This is an optimization exercise on Yosys and OpenROAD, whose aim is small area, a short achievable clock period and few clock cycles per item, not a production implementation. Function was checked by simulation only, so behaviour that the tests miss may differ from the original. The clock port is modelled as an ideal driver; clocking choices that lean on that would not hold on a real chip.

--- design/flow/flow/run.sh ---
#!/bin/bash
# Layout flow: the standard synthesis and layout, with
#  - port buffers of sky130_fd_sc_hd__buf_1,
#  - a clock tree built from clkbuf_16 leaf clusters of up to 24 sinks and
#    no dummy balancing loads,
#  - after the clock tree, a delay cell in front of the clock pin of each
#    flip-flop of the working variable a (flow/skew.tcl): useful skew for the
#    register-to-register paths into a,
#  - timing repair after global routing that aims at 5.5 ns of setup slack
#    (flow/margin.tcl).
# Each tool's output goes to a log file in the work folder.
set -euo pipefail
export BUFFER_PORTS_ARGS="-buffer_cell sky130_fd_sc_hd__buf_1"
export CTS_ARGS="-sink_clustering_enable -repair_clock_nets -sink_clustering_size 24 -sink_clustering_max_diameter 100 -buf_list sky130_fd_sc_hd__clkbuf_16 -dont_use_dummy_load"
export POST_CTS_TCL="$PWD/flow/skew.tcl"
export PRE_GLOBAL_ROUTE_TCL="$PWD/flow/margin.tcl"
bash standard.sh synth > synth.log 2>&1
bash standard.sh finish > layout.log 2>&1
--- design/flow/flow/margin.tcl ---
# Timing repair after global routing aims at 5.5 ns of setup slack (5 ns in
# the earlier stages, before the useful skew of flow/skew.tcl is in place).
set ::env(SETUP_SLACK_MARGIN) 5.5
--- design/flow/flow/skew.tcl ---
# Useful skew for the paths into working variable a: one clkdlybuf4s50_1 in
# front of the clock pin of each of a's flip-flops.  The paths from e, f, g
# and p into a pass one more adder level than any path from a to a, which
# this delay balances; then legalize the new cells.
set block [ord::get_db_block]
set n 0
foreach inst [$block getInsts] {
  set name [$inst getName]
  if {![regexp {^a\\\[[0-9]+\\\]\$} $name]} { continue }
  set clkpin [$inst findITerm CLK]
  if {$clkpin == "NULL"} { continue }
  set net [$clkpin getNet]
  set loc [$inst getLocation]
  insert_buffer -buffer_cell sky130_fd_sc_hd__clkdlybuf4s50_1 \
    -net [sta::find_net [$net getName]] \
    -load_pins [list [sta::find_pin "$name/CLK"]] \
    -location [list [ord::dbu_to_microns [lindex $loc 0]] [ord::dbu_to_microns [lindex $loc 1]]] \
    -buffer_name skewbuf_$n -net_name skewnet_$n
  incr n
}
puts "skew buffers inserted: $n"
detailed_placement
check_placement -verbose
--- design/flow/standard.sh ---
#!/bin/bash
# synth_recipe.tcl (not shown) runs the flow's synth.tcl, then flattens the netlist and writes it again
# the make line also repeats each setting of config.mk as NAME=value (left out here)
make -C /OpenROAD-flow-scripts/flow DESIGN_CONFIG=/design/flow/config.mk WORK_HOME=/design/flow/orfs CLKGATE_MAP_FILE= SYNTH_SCRIPT=/design/flow/synth_recipe.tcl "${@:-finish}"
--- design/flow/config.mk ---
export PLATFORM = sky130hd
export DESIGN_NAME = sha256_engine
export DESIGN_NICKNAME = sha256_engine
export VERILOG_FILES = /design/flow/design.v
export SDC_FILE = /design/flow/constraint.sdc
export NUM_CORES = 4
export LEC_CHECK = 0
export CAP_MARGIN = 20
export CORE_MARGIN = 2
export CORE_UTILIZATION = 30
export SETUP_SLACK_MARGIN = 5
export SLEW_MARGIN = 20
--- design/flow/constraint.sdc ---
create_clock -name core_clock -period 10.0 [get_ports {clk}]
set_input_delay 2.0000 -clock core_clock [delete_from_list [all_inputs] [get_ports {clk}]]
set_output_delay 2.0000 -clock core_clock [all_outputs]
set_load 0.01 [all_outputs]
--- design/flow/design.v ---
module sha256_engine (
    input  wire         clk,
    input  wire         rst,         
    input  wire         in_valid,
    output wire         in_ready,
    input  wire         in_first,
    input  wire [31:0]  in_data,
    output wire         out_valid,
    input  wire         out_ready,
    output wire [255:0] out_digest
);
    reg        ld;         
    reg        rdy;        
    reg [3:0]  lag;        
    reg        run;        
    reg        fin;        
    reg        ov;         
    reg [3:0]  wcnt;       
    reg [5:0]  kn;         
    reg        first_q;    
    reg        ff_first;   
    reg        early;      
    reg [1:0]  fj;         
    reg [31:0] w [0:15];
    reg [31:0] a, b, c, d, e, f, g, h;
    reg [31:0] p;
    reg [31:0] k_q;        
    reg [31:0] ra [0:3];
    reg [31:0] re [0:3];
    function [31:0] rotr(input [31:0] x, input integer n);
        rotr = (x >> n) | (x << (32 - n));
    endfunction
    function [31:0] bsig0(input [31:0] x);
        bsig0 = rotr(x, 2) ^ rotr(x, 13) ^ rotr(x, 22);
    endfunction
    function [31:0] bsig1(input [31:0] x);
        bsig1 = rotr(x, 6) ^ rotr(x, 11) ^ rotr(x, 25);
    endfunction
    function [31:0] ssig0(input [31:0] x);
        ssig0 = rotr(x, 7) ^ rotr(x, 18) ^ (x >> 3);
    endfunction
    function [31:0] ssig1(input [31:0] x);
        ssig1 = rotr(x, 17) ^ rotr(x, 19) ^ (x >> 10);
    endfunction
    function [31:0] csa_s(input [31:0] x, input [31:0] y, input [31:0] z);
        csa_s = x ^ y ^ z;
    endfunction
    function [31:0] csa_c(input [31:0] x, input [31:0] y, input [31:0] z);
        csa_c = ((x & y) | (x & z) | (y & z)) << 1;
    endfunction
    function [31:0] add_bk(input [31:0] x, input [31:0] y);
        reg [31:0] gg, pp, hs;
        integer l, i;
        begin
            gg = x & y;
            pp = x ^ y;
            hs = pp;
            for (l = 0; l < 5; l = l + 1) begin
                for (i = (2 << l) - 1; i < 32; i = i + (2 << l)) begin
                    gg[i] = gg[i] | (pp[i] & gg[i - (1 << l)]);
                    pp[i] = pp[i] & pp[i - (1 << l)];
                end
            end
            for (l = 3; l >= 0; l = l - 1) begin
                for (i = (3 << l) - 1; i < 32; i = i + (2 << l)) begin
                    gg[i] = gg[i] | (pp[i] & gg[i - (1 << l)]);
                    pp[i] = pp[i] & pp[i - (1 << l)];
                end
            end
            add_bk = hs ^ {gg[30:0], 1'b0};
        end
    endfunction
    localparam [31:0] IV0 = 32'h6a09e667, IV1 = 32'hbb67ae85,
                      IV2 = 32'h3c6ef372, IV3 = 32'ha54ff53a,
                      IV4 = 32'h510e527f, IV5 = 32'h9b05688c,
                      IV6 = 32'h1f83d9ab, IV7 = 32'h5be0cd19;
    wire [5:0] kn1 = kn + 6'd1;
    reg [31:0] k_nx;
    always @(*) begin
        case (kn1)
            6'd0:  k_nx = 32'h428a2f98; 6'd1:  k_nx = 32'h71374491;
            6'd2:  k_nx = 32'hb5c0fbcf; 6'd3:  k_nx = 32'he9b5dba5;
            6'd4:  k_nx = 32'h3956c25b; 6'd5:  k_nx = 32'h59f111f1;
            6'd6:  k_nx = 32'h923f82a4; 6'd7:  k_nx = 32'hab1c5ed5;
            6'd8:  k_nx = 32'hd807aa98; 6'd9:  k_nx = 32'h12835b01;
            6'd10: k_nx = 32'h243185be; 6'd11: k_nx = 32'h550c7dc3;
            6'd12: k_nx = 32'h72be5d74; 6'd13: k_nx = 32'h80deb1fe;
            6'd14: k_nx = 32'h9bdc06a7; 6'd15: k_nx = 32'hc19bf174;
            6'd16: k_nx = 32'he49b69c1; 6'd17: k_nx = 32'hefbe4786;
            6'd18: k_nx = 32'h0fc19dc6; 6'd19: k_nx = 32'h240ca1cc;
            6'd20: k_nx = 32'h2de92c6f; 6'd21: k_nx = 32'h4a7484aa;
            6'd22: k_nx = 32'h5cb0a9dc; 6'd23: k_nx = 32'h76f988da;
            6'd24: k_nx = 32'h983e5152; 6'd25: k_nx = 32'ha831c66d;
            6'd26: k_nx = 32'hb00327c8; 6'd27: k_nx = 32'hbf597fc7;
            6'd28: k_nx = 32'hc6e00bf3; 6'd29: k_nx = 32'hd5a79147;
            6'd30: k_nx = 32'h06ca6351; 6'd31: k_nx = 32'h14292967;
            6'd32: k_nx = 32'h27b70a85; 6'd33: k_nx = 32'h2e1b2138;
            6'd34: k_nx = 32'h4d2c6dfc; 6'd35: k_nx = 32'h53380d13;
            6'd36: k_nx = 32'h650a7354; 6'd37: k_nx = 32'h766a0abb;
            6'd38: k_nx = 32'h81c2c92e; 6'd39: k_nx = 32'h92722c85;
            6'd40: k_nx = 32'ha2bfe8a1; 6'd41: k_nx = 32'ha81a664b;
            6'd42: k_nx = 32'hc24b8b70; 6'd43: k_nx = 32'hc76c51a3;
            6'd44: k_nx = 32'hd192e819; 6'd45: k_nx = 32'hd6990624;
            6'd46: k_nx = 32'hf40e3585; 6'd47: k_nx = 32'h106aa070;
            6'd48: k_nx = 32'h19a4c116; 6'd49: k_nx = 32'h1e376c08;
            6'd50: k_nx = 32'h2748774c; 6'd51: k_nx = 32'h34b0bcb5;
            6'd52: k_nx = 32'h391c0cb3; 6'd53: k_nx = 32'h4ed8aa4a;
            6'd54: k_nx = 32'h5b9cca4f; 6'd55: k_nx = 32'h682e6ff3;
            6'd56: k_nx = 32'h748f82ee; 6'd57: k_nx = 32'h78a5636f;
            6'd58: k_nx = 32'h84c87814; 6'd59: k_nx = 32'h8cc70208;
            6'd60: k_nx = 32'h90befffa; 6'd61: k_nx = 32'ha4506ceb;
            6'd62: k_nx = 32'hbef9a3f7; default: k_nx = 32'hc67178f2;
        endcase
    end
    wire take   = rdy && in_valid;                       
    wire init   = take && wcnt == 4'd0;                  
    wire pstep  = run || (take && wcnt != 4'd0);          
    wire rstep  = run || (take && wcnt[3:1] != 3'd0);     
    wire last   = run && kn == 6'd0;                      
    wire ffwd   = run && (kn[5:1] == 5'd31 || kn == 6'd0);  
    wire fstep  = ffwd || fin;                            
    wire [31:0] ch  = (e & f) ^ (~e & g);
    wire [31:0] maj = (a & b) ^ (a & c) ^ (b & c);
    wire [31:0] s1e = bsig1(e);
    wire [31:0] s0a = bsig0(a);
    wire [31:0] v_s  = csa_s(ch, p, d);
    wire [31:0] v_c  = csa_c(ch, p, d);
    wire [31:0] e1_s = csa_s(s1e, v_s, v_c);
    wire [31:0] e1_c = csa_c(s1e, v_s, v_c);
    wire [31:0] e_new = e1_s + e1_c;
    wire [31:0] u_s  = csa_s(p, s1e, ch);
    wire [31:0] u_c  = csa_c(p, s1e, ch);
    wire [31:0] a1_s = csa_s(u_s, u_c, maj);
    wire [31:0] a1_c = csa_c(u_s, u_c, maj);
    wire [31:0] a2_s = csa_s(a1_s, a1_c, s0a);
    wire [31:0] a2_c = csa_c(a1_s, a1_c, s0a);
    wire [31:0] a_new = a2_s + a2_c;
    wire [31:0] h0    = fin ? (first_q ? IV7 : re[1]) : h;
    wire [31:0] hn    = (ld && wcnt == 4'd1) ? h0 : g;
    wire [31:0] pn_s  = csa_s(hn, k_q, w[15]);
    wire [31:0] pn_c  = csa_c(hn, k_q, w[15]);
    wire [31:0] p_new = pn_s + pn_c;
    wire [31:0] u0_s = csa_s(ssig1(w[14]), w[9], ssig0(w[1]));
    wire [31:0] u0_c = csa_c(ssig1(w[14]), w[9], ssig0(w[1]));
    wire [31:0] u1_s = csa_s(u0_s, u0_c, w[0]);
    wire [31:0] u1_c = csa_c(u0_s, u0_c, w[0]);
    wire [31:0] wnew = u1_s + u1_c;
    wire [3:0] wcnt_n = take ? wcnt + 4'd1 : wcnt;
    wire       ld_n   = (take && wcnt == 4'd15) ? 1'b0 :
                        ((run && kn == 6'd63) ? 1'b1 : ld);
    wire [3:0] lag_n  = (!ld_n || wcnt_n == 4'd0 || take) ? 4'd0 : lag + 4'd1;
    wire       ov_n   = fin ? 1'b1 : (ov && !out_ready ? 1'b1 : 1'b0);
    wire       rdy_n  = ld_n && lag_n == 4'd0 && !(wcnt_n == 4'd15 && ov_n);
    reg [31:0] iva, ive;
    always @(*) begin
        case (fj)
            2'd0:    begin iva = IV3; ive = IV7; end
            2'd1:    begin iva = IV2; ive = IV6; end
            2'd2:    begin iva = IV1; ive = IV5; end
            default: begin iva = IV0; ive = IV4; end
        endcase
    end
    wire [31:0] fa_sum = add_bk(ff_first ? iva : ra[0], a);
    wire [31:0] fe_sum = add_bk(ff_first ? ive : re[0], e);
    assign in_ready   = rdy;
    assign out_valid  = ov;
    assign out_digest = {ra[3], ra[2], ra[1], ra[0], re[3], re[2], re[1], re[0]};
    integer i;
    always @(posedge clk) begin
        if (rst) begin
            ld   <= 1'b1;
            rdy  <= 1'b1;
            lag  <= 4'd0;
            run  <= 1'b0;
            fin  <= 1'b0;
            ov   <= 1'b0;
            wcnt <= 4'd0;
        end else begin
            ld   <= ld_n;
            rdy  <= rdy_n;
            lag  <= lag_n;
            wcnt <= wcnt_n;
            ov   <= ov_n;
            fin  <= last;
            if (take && wcnt == 4'd15)
                run <= 1'b1;
            else if (last)
                run <= 1'b0;
        end
    end
    always @(posedge clk) begin
        if (init) begin
            kn  <= 6'd0;
            k_q <= 32'h428a2f98;
        end else if (pstep) begin
            kn  <= kn1;
            k_q <= k_nx;
        end
        if (init)
            first_q <= in_first;
        if (take && wcnt == 4'd15)
            ff_first <= first_q;
        early <= init && run;
        fj    <= (run && kn == 6'd61) ? 2'd0 : fj + 2'd1;
        for (i = 0; i < 15; i = i + 1)
            w[i] <= w[i + 1];
        w[15] <= take ? in_data : (run ? wnew : w[0]);
        if (pstep)
            p <= p_new;
        if ((init && in_first && !run) || (fin && early && first_q)) begin
            {a, b, c, d, e, f, g, h} <= {IV0, IV1, IV2, IV3, IV4, IV5, IV6, IV7};
        end else if (rstep) begin
            h <= g;
            g <= f;
            f <= e;
            e <= e_new;
            d <= c;
            c <= b;
            b <= a;
            a <= a_new;
        end else if (fin) begin
            {a, b, c, d} <= {fa_sum, ra[3], ra[2], ra[1]};
            {e, f, g, h} <= {fe_sum, re[3], re[2], re[1]};
        end
        if (fstep) begin
            ra[0] <= ra[1]; ra[1] <= ra[2]; ra[2] <= ra[3]; ra[3] <= fa_sum;
            re[0] <= re[1]; re[1] <= re[2]; re[2] <= re[3]; re[3] <= fe_sum;
        end
    end
endmodule
==> metrics.yaml, run 1 <==
hold-path-cell-count: 0
syn_to_final_growth_pct: 13.8
max_freq_ghz: 0.217
grt_pass1_wl_um: 272000
critPathKind: "flip-flop to flip-flop"
dp_hpwl_um: 146000
seq_area_frac_synth_pct: 45.5
yosys.area.top_type: "dfxtp_1"
synth_nets: 5866
clk_latency_ns: 1.20
fin_crit_ns: 4.60
yosysWarnings: 4
hold_end: "w[5][3]$_DFF_P_"
wirelength_um: 195000
crit_fanout: 20
rsz0062_at_grt: "yes"
crit-reg2reg-capture: "p[21]$_DFFE_PP_"
finalWeightedCongestion: 0.984
first_pass_iters: 6
cts_tree: "yes"
cts.sinks: 1112
vias: 41000
die_w_um: 434
finClkSkew_ns: 0.583
syn_area_sq_mm: 0.0554
die_height_um: 434
final_core_util_pct: 34.4
track_usage_pct: 19.7
place_inst: 7835
drc: 0
synth_edf_count: 290
worstReg2RegStart: "fin$_SDFF_PP0_"
pin_count: 295
drt.antenna.violating_nets: 0
reg2reg_depth: 21
finalSetupViolCount: 0
path_clk_slew_ns: 0.10
fp-row-count: 157
status: "complete, no violations"
cp-startpoint: "fin$_SDFF_PP0_"
grt_pass1_vias: 38900
antenna_found_initial: 12
via_per_inst: 5.12
grt_max_degree: 100
layout-drive-gt1-share_pct: 8.95
synthTopCellsByArea: "dfxtp_1, edfxtp_1, fa_1"
routedWlPerCell_um: 24.4
min_from: "w[6][3]$_DFF_P_"
fin_nets: 6084
hp-class: "flip-flop to flip-flop"
required_ns: 10.51
synth_cells: 5328
hold_viol_final: 0
r2r_slack_ns: 5.40
portBuffers: 294
dieArea_sq_mm: 0.188
max_slew_margin_pct: 28.3
fin_cells: 8012
drv_slew: 0
tightest_slew_ns: 1.08
critPathCaptureType: "flip-flop"
synthFlopType: "dfxtp_1"
finalSetupTns_ns: 0
arrival_ns: 5.11
synthArstFlopShare_pct: 0
yosys.area.top_type_share_pct: 29.7
overflow: 0
timing.final.crit_share_pct: 46.0
drv_cap: 0
ys_types: 75
synth-seq-cells: 1112
syn_avg_cell_area_sq_um: 10.4
core_area_sq_mm: 0.183
first_iter_violations: 3813
cp-start-kind: "flip-flop"
initial_core_util_pct: 30.2
## registers in the layout, summed over array words and instances (netlist names), 2 cells and up
register and cells:
b 32, w 512, e 32, kn 6, f 32, h 32, p 32, g 32
ra 128, d 32, fj 2, a 32, c 32, wcnt 4, re 128, k_q 32
lag 4
## per-stage QoR
| stage | hold WS [ns] | setup WS [ns] | cell area (sq um) |
|---|---|---|---|
| 6_report | 0.291 | 5.40 | 63000 |
| 5_1_grt | 0.293 | 5.21 | 63000 |
| 3_5_place_dp | 0.312 | 3.75 | 59000 |
| 3_3_place_gp | 0.310 | 3.73 | 58900 |
| 2_1_floorplan | 0.310 | 5.19 | 55400 |
## layer usage
metal	up-vias	GRT usage, %	part of all wire (%)
li1	18700	-	-
met1	20400	26.1	42
met2	1568	31.9	46
met3	347	2.03	5.9
met4	0	10.4	6.5
met5	-	0	0
## worst max-delay path by stage
stage / to / slack, ns / cells past startpoint
5_1_grt: p[31]$_DFFE_PP_ / 5.21 / 21
3_5_place_dp: a[29]$_SDFFE_PP1P_ / 3.75 / 21
2_1_floorplan: a[29]$_SDFFE_PP1P_ / 5.19 / 22
6_report: p[21]$_DFFE_PP_ / 5.40 / 21
3_3_place_gp: a[29]$_SDFFE_PP1P_ / 3.73 / 23
## cell type report, without the clock buffers
type	instances	area [sq um]
Inverter	459	1760
Antenna cell	4	10.0
Fill cell	18400	120000
Multi-Input combinational cell	3447	28600
Tap cell	2464	3080
Sequential cell	1112	25300
Timing Repair Buffer	436	2480
## worst max-delay path, stage by stage (launching register included)
cell	delay (ns)
dfxtp_4	0.41
buf_16	0.19
buf_16	0.19
nor2b_2	0.15
a21oi_2	0.04
nor2_1	0.16
a21oi_2	0.07
fa_1	0.54
inv_1	0.05
ha_2	0.18
inv_2	0.05
fa_2	0.21
nor2b_2	0.05
o31a_1	0.31
o31a_1	0.28
o31a_1	0.30
a22o_4	0.30
o31a_1	0.32
nor3_2	0.20
o21ai_1	0.10
a21oi_2	0.14
xnor2_1	0.09
## logic make-up (layout without fill, tap and decap cells)
group / Yosys count / in the layout / share of synthesized area (%)
AO/OA/AOI/OAI: 1197 / 1197 / 14.0
XOR/XNOR: 433 / 433 / 6.85
adder cells (fa/ha/maj): 536 / 536 / 15.4
buffers and inverters: 771 / 985 / 5.26
flip-flops: 1112 / 1112 / 45.5
multiplexers: 274 / 274 / 5.02
other: 0 / 4 / 0
AND/OR/NAND/NOR: 1005 / 1007 / 8.02
## Yosys cell counts (all sizes together) (15+ instances only)
| cell type | number |
|---|---|
| dfxtp | 822 |
| inv | 456 |
| nand2 | 348 |
| nor2 | 345 |
| xnor2 | 326 |
| a21oi | 313 |
| edfxtp | 290 |
| mux2i | 263 |
| clkbuf | 261 |
| fa | 253 |
| ha | 248 |
| o21ai | 236 |
| a211oi | 169 |
| o211ai | 163 |
| xor2 | 107 |
| a21o | 85 |
| nor3 | 63 |
| nand3 | 61 |
| buf | 51 |
| nor2b | 48 |
| nand2b | 42 |
| maj3 | 35 |
| o21a | 33 |
| a211o | 22 |
| a31oi | 20 |
| o22ai | 20 |
| a311oi | 18 |
| or2 | 18 |
| and3 | 16 |
| nand4 | 16 |
| o21bai | 16 |
| and2 | 15 |
## placed cells by master (no fill, tap or decap), types with 33 or more instances in the layout
cell type,instances
dfxtp_2,41
a211oi_1,167
xnor2_2,41
fa_1,248
nand2_1,342
o211ai_1,163
xnor2_1,284
maj3_1,33
xor2_1,96
nor2b_1,42
buf_4,107
nor2_1,335
nor3_1,61
clkbuf_16,65
nand3_1,59
o21ai_0,203
buf_1,294
dfxtp_1,760
edfxtp_1,290
inv_1,449
nand2b_1,39
a21o_1,84
a21oi_1,288
ha_1,231
mux2i_1,243
Testbench counts, summed over its fixed seeds: cycles 55,794, blocks 858.
==> run 2, diff against run 1 <==
--- a/design/flow/design.v
+++ b/design/flow/design.v
@@ -20,5 +20,7 @@
     reg        first_q;    
     reg        ff_first;   
-    reg        early;      
+    reg        init_q;     
+    reg        took;       
+    reg        took1;      
     reg [1:0]  fj;         
     reg [31:0] w [0:15];
@@ -115,6 +117,6 @@
     wire take   = rdy && in_valid;                       
     wire init   = take && wcnt == 4'd0;                  
-    wire pstep  = run || (take && wcnt != 4'd0);          
-    wire rstep  = run || (take && wcnt[3:1] != 3'd0);     
+    wire pstep  = run || took;                            
+    wire rstep  = run || took1;                           
     wire last   = run && kn == 6'd0;                      
     wire ffwd   = run && (kn[5:1] == 5'd31 || kn == 6'd0);  
@@ -136,6 +138,6 @@
     wire [31:0] a2_c = csa_c(a1_s, a1_c, s0a);
     wire [31:0] a_new = a2_s + a2_c;
-    wire [31:0] h0    = fin ? (first_q ? IV7 : re[1]) : h;
-    wire [31:0] hn    = (ld && wcnt == 4'd1) ? h0 : g;
+    wire [31:0] h0    = first_q ? IV7 : (fin ? re[1] : h);
+    wire [31:0] hn    = init_q ? h0 : g;
     wire [31:0] pn_s  = csa_s(hn, k_q, w[15]);
     wire [31:0] pn_c  = csa_c(hn, k_q, w[15]);
@@ -201,5 +203,7 @@
         if (take && wcnt == 4'd15)
             ff_first <= first_q;
-        early <= init && run;
+        init_q <= init && !rst;
+        took   <= take && wcnt != 4'd15 && !rst;
+        took1  <= take && wcnt != 4'd15 && wcnt != 4'd0 && !rst;
         fj    <= (run && kn == 6'd61) ? 2'd0 : fj + 2'd1;
         for (i = 0; i < 15; i = i + 1)
@@ -208,5 +212,5 @@
         if (pstep)
             p <= p_new;
-        if ((init && in_first && !run) || (fin && early && first_q)) begin
+        if (init_q && first_q) begin
             {a, b, c, d, e, f, g, h} <= {IV0, IV1, IV2, IV3, IV4, IV5, IV6, IV7};
         end else if (rstep) begin
==> metrics.yaml, run 2 <==
syn_area_sq_mm: 0.0551
ys_types: 90
yosys.area.top_type: "dfxtp_1"
fin_nets: 5974
dp_hpwl_um: 146000
antenna_found_initial: 4
finClkSkew_ns: 0.579
routedWlPerCell_um: 24.6
grt_pass1_vias: 38400
hold_viol_final: 0
dieArea_sq_mm: 0.187
seq_area_frac_synth_pct: 45.8
synth_cells: 5235
synth-seq-cells: 1114
max_freq_ghz: 0.223
synth_nets: 5770
antenna-diode-count: 0
drv_cap: 0
synthFlopType: "dfxtp_1"
yosysWarnings: 4
portBuffers: 294
fp-row-count: 157
grt_pass1_wl_um: 272000
wirelength_um: 192000
rsz0062_at_grt: "yes"
finalSetupTns_ns: 0
synthArstFlopShare_pct: 0
hp-class: "flip-flop to flip-flop"
drv_slew: 0
crit_fanout: 6
ys_top_cells_by_count: "dfxtp_1, inv_1, nor2_1"
tightest_slew_ns: 1.08
required_ns: 10.63
first_pass_iters: 6
layout-drive-gt1-share_pct: 8.33
synthTopCellsByArea: "dfxtp_1, edfxtp_1, fa_1"
cts_tree: "yes"
timing.final.crit_share_pct: 44.8
largest_register_ffs: 512
via_per_inst: 5.05
hold-path-cell-count: 0
core_area_sq_mm: 0.183
status: "complete, no violations"
critPathKind: "flip-flop to flip-flop"
top_register: "w"
place_inst: 7676
yosys.area.top_type_share_pct: 30.0
arrival_ns: 5.11
finalWeightedCongestion: 0.922
drc: 0
die_height_um: 432
cp-start-kind: "flip-flop"
grt_max_degree: 149
reg2reg_depth: 16
first_iter_violations: 3421
most-common-layout-cells: "dfxtp_1, inv_1, nor2_1, nand2_1, xnor2_1"
layout_commonest_cell: "dfxtp_1"
fin_cells: 7822
pin_count: 295
finalSetupViolCount: 0
fin_crit_ns: 4.48
synth_edf_count: 290
syn_avg_cell_area_sq_um: 10.5
drt.antenna.violating_nets: 0
path_clk_slew_ns: 0.10
die_w_um: 432
initial_core_util_pct: 30.1
top_regs: "w x512, ra x128, re x128"
yosysMostFrequentCell: "dfxtp_1"
overflow: 0
critPathCaptureType: "flip-flop"
clk_latency_ns: 1.22
syn_to_final_growth_pct: 12.3
track_usage_pct: 19.8
cts.sinks: 1114
vias: 39500
max_slew_margin_pct: 28.0
run 2: changes by cell type in the layout (fill, tap and decap cells not counted), sizes merged, moves of 27 or more:
cell    previous run  this run
a21oi            313       264
mux2i            263       236
a211oi           169       141
mux2               9        42
o21ai            236       209
buf              428       400
run 2: metrics by stage:
stage               utilization, %  worst slack, ns  area, sq um  hold WS [ns]
finish                        33.9             5.52        61900         0.278
global placement              32.0             3.98        58500         0.310
floorplan                        -             5.32        55100         0.310
detailed placement            32.1             3.93        58600         0.312
global route                  33.9             5.30        61900         0.274
run 2: cell type report, without the clock buffers:
cell class                      instances  area [sq um]
Fill cell                           18400        121000
Inverter                              459          1730
Multi-Input combinational cell       3371         28000
Sequential cell                      1114         25300
Tap cell                             2385          2980
Timing Repair Buffer                  402          2070
Timing Repair inverter                  1          7.51
run 2: path summary, 6_finish.rpt:
kind,slack (ns),start,to
hold / removal,0.28,w[4][5]$_DFF_P_,w[3][5]$_DFF_P_
setup / recovery,5.52,e[15]$_SDFFE_PP0P_,e[29]$_SDFFE_PP0P_
setup reg to reg,5.52,e[15]$_SDFFE_PP0P_,e[29]$_SDFFE_PP0P_
hold reg to reg,0.28,w[4][5]$_DFF_P_,w[3][5]$_DFF_P_
run 2: layer usage:
metal	share of wire, %	vias to the layer above	GRT usage [%]
li1	-	18300	-
met1	43	19700	26.3
met2	47	1242	32.8
met3	5.0	258	2.17
met4	4.6	2	8.08
met5	0.0068	-	0
run 2: logic make-up after synthesis:
logic type | after synthesis | synth area share, %
buf+inv | 750 | 5.17
flops | 1114 | 45.8
xor+xnor | 433 | 6.90
mux | 281 | 5.28
compound gates | 1100 | 13.2
simple gates | 1023 | 8.22
fa+ha+maj | 534 | 15.4
run 2: worst max-delay path, cell delays in order, from the launching register on:
cell,delay [ns]
dfxtp_4,0.44
mux2i_4,0.36
inv_1,0.10
fa_1,0.49
inv_1,0.05
fa_1,0.49
inv_1,0.04
ha_2,0.37
and4_2,0.29
nand3_1,0.14
a211oi_4,0.37
o211ai_2,0.18
a21oi_2,0.22
nor3_2,0.09
o21ai_2,0.18
mux2_4,0.32
o32ai_2,0.24
Testbench counts of run 2, summed over its fixed seeds: cycles 55,794, blocks 858.
==> run 3, diff against run 2 <==
--- a/design/flow/flow/run.sh
+++ b/design/flow/flow/run.sh
@@ -7,5 +7,5 @@
 #    flip-flop of the working variable a (flow/skew.tcl): useful skew for the
 #    register-to-register paths into a,
-#  - timing repair after global routing that aims at 5.5 ns of setup slack
+#  - timing repair after global routing that aims at 6 ns of setup slack
 #    (flow/margin.tcl).
 # Each tool's output goes to a log file in the work folder.
==> design/flow/flow/margin.tcl (replaced) <==
# Timing repair after global routing aims at 6 ns of setup slack (5 ns in
# the earlier stages, before the useful skew of flow/skew.tcl is in place).
set ::env(SETUP_SLACK_MARGIN) 6
==> metrics.yaml, run 3 <==
timing.final.crit_share_pct: 43.0
grt_pass1_wl_um: 272000
drv_cap: 0
vias: 40400
path_buf_inv: 2
cp-start-kind: "flip-flop"
max_stage_delay_ns: 0.54
ys_top_cells_by_count: "dfxtp_1, inv_1, nor2_1"
rsz0062_at_grt: "yes"
layout_commonest_cell: "dfxtp_1"
fin_nets: 6082
required_ns: 10.56
tightest_slew_ns: 1.09
hold_slack_ns: 0.277
synthFlopType: "dfxtp_1"
min_from: "w[2][18]$_DFF_P_"
synth_cells: 5235
track_usage_pct: 19.8
grt_max_degree: 149
multiInputGateArea_sq_mm: 0.0296
critPathCaptureType: "flip-flop"
cts_tree: "yes"
fin_crit_ns: 4.30
dieArea_sq_mm: 0.187
fp-row-count: 157
drc: 0
portBuffers: 294
top_register: "w"
yosysMostFrequentCell: "dfxtp_1"
grt_pass1_vias: 38400
drt.antenna.violating_nets: 0
place_area_sq_mm: 0.0586
wirelength_um: 196000
ys_types: 90
finalSetupTns_ns: 0
most-common-layout-cells: "dfxtp_1, inv_1, nor2_1, nand2_1, buf_1"
crit_fanout: 4
largest_register_ffs: 512
initial_core_util_pct: 30.1
synthArstFlopShare_pct: 0
hold_viol_final: 0
routedWlPerCell_um: 24.7
synth_edf_count: 290
dp_hpwl_um: 146000
finalSetupViolCount: 0
syn_area_sq_mm: 0.0551
overflow: 0
die_w_um: 432
num-fill-cells: 18100
path_cells: "xnor2_4 -> xnor2_2 -> fa_1 -> fa_1 -> ha_4 -> inv_2 -> fa_2 -> nand2b_4 -> a21oi_4 -> nor2_4 -> o41ai_4 -> a2111oi_4 -> buf_6 -> o21ai_4 -> xnor2_1 -> mux2i_1 -> o21ai_2"
hp-class: "flip-flop to flip-flop"
critPathKind: "flip-flop to flip-flop"
ff_latch_area_sq_mm: 0.0254
core_area_sq_mm: 0.183
worstReg2RegStart: "w[14][20]$_DFF_P_"
path_delay_family: "adder cells"
path_clk_slew_ns: 0.09
clk_latency_ns: 1.21
via_per_inst: 5.09
layout-drive-gt1-share_pct: 14.4
antenna_found_initial: 4
yosys.area.top_type_share_pct: 30.0
yosysWarnings: 4
status: "complete, no violations"
finClkSkew_ns: 0.574
synth_nets: 5770
critPathMostFrequentCell: "fa_1"
seq_area_frac_synth_pct: 45.8
stdcell_area_sq_mm: 0.0645
drv_slew: 0
cts.sinks: 1114
finalWeightedCongestion: 0.922
yosys.area.top_type: "dfxtp_1"
cp-startpoint: "w[14][20]$_DFF_P_"
synthTopCellsByArea: "dfxtp_1, edfxtp_1, fa_1"
arrival_ns: 4.86
die_height_um: 432
syn_avg_cell_area_sq_um: 10.5
pin_count: 295
cp_slowest_cell: "fa_1"
synth-seq-cells: 1114
max_freq_ghz: 0.233
first_pass_iters: 6
first_iter_violations: 3568
max_slew_margin_pct: 27.5
final_core_util_pct: 35.3
syn_to_final_growth_pct: 17.2
top_regs: "w x512, ra x128, re x128"
run 3: cell count changes in the layout (fill, tap and decap cells not counted), moves of 12 or more:
cell / change
ha_2: +12
xnor2_1: -31
xnor2_2: +24
inv_2: +17
ha_1: -32
dfxtp_1: -23
o21ai_0: -21
inv_1: -18
a21oi_1: -28
dfxtp_4: +27
buf_4: +86
buf_6: +13
a21oi_2: +18
ha_4: +20
run 3: worst paths after layout:
kind | slack (ns) | to | depth (start not counted)
max | 5.70 | w[15][21]$_DFF_P_ | 17
min | 0.28 | w[1][18]$_DFF_P_ | 0
max reg2reg | 5.70 | w[15][21]$_DFF_P_ | 17
min reg2reg | 0.28 | w[1][18]$_DFF_P_ | 0
run 3: stage by stage:
step	instances	setup WS, ns
global route	7930	5.52
detailed placement	7676	3.93
global placement	7675	3.98
floorplan	5235	5.32
finish	7932	5.70
run 3: kinds of logic (layout without fill, tap and decap cells):
| family | Yosys count | count (layout) | share of synthesized area [%] |
|---|---|---|---|
| DFF | 1114 | 1114 | 45.8 |
| AOI/OAI and AO/OA | 1100 | 1100 | 13.2 |
| adders and majority gates | 534 | 534 | 15.4 |
| other | 0 | 2 | 0 |
| buffers and inverters | 750 | 1060 | 5.17 |
| xor gates and xnor gates | 433 | 433 | 6.90 |
| muxes | 281 | 281 | 5.28 |
| and+or+nand+nor | 1023 | 1023 | 8.22 |
run 3: metal layers:
layer  global-route usage [%]  wire length, um
met2                     32.8            92000
met1                     26.3            84100
met3                     2.17            10300
met5                        0               13
met4                     8.08             9610
run 3: final cells by class, without the clock buffers:
cell class	count	share of cell area, %
diodes	2	0.00775
inverters	459	2.69
multi-input cells	3371	45.9
flip-flops and latches	1114	39.4
well taps	2385	4.62
repair buffers	510	4.68
repair inverters	1	0.0116

==> afterwards: timing with drivers on the ports <==
The results above use ideal ports. As a check the final layouts listed here were re-extracted and re-timed, cells and wires unchanged. Step 1 sets driving cells, clkbuf_16 on the clock port and buf_2 on the other inputs (assumed; they add their load-dependent delay and slew). Step 2, shift: input delay + t, output delay - t, t = (earliest + latest rising clock arrival at the registers) / 2. This alone moves slack from input paths to output paths. a / b / c = ideal / step 1 / step 2; a / b = the first two.
| run | t (ns) | slack for setup (ns) | clock arrival spread, ns | worst register clock-pin slew, ns |
|---|---|---|---|---|
| run 1 | 0.979 | 5.401 / 5.401 / 4.716 | 0.583 / 0.583 | 0.11 / 0.11 |
| run 2 | 1.008 | 5.520 / 5.520 / 5.520 | 0.580 / 0.579 | 0.10 / 0.10 |
| run 3 | 1.008 | 5.703 / 5.703 / 5.641 | 0.574 / 0.573 | 0.11 / 0.11 |
In every run listed the clock reaches the registers at very different times; t lies between them, and the last value is a rough guide only. The setup slack of run 1, which loses most, moves by 0.000 ns with the drivers and by -0.685 ns with both steps.
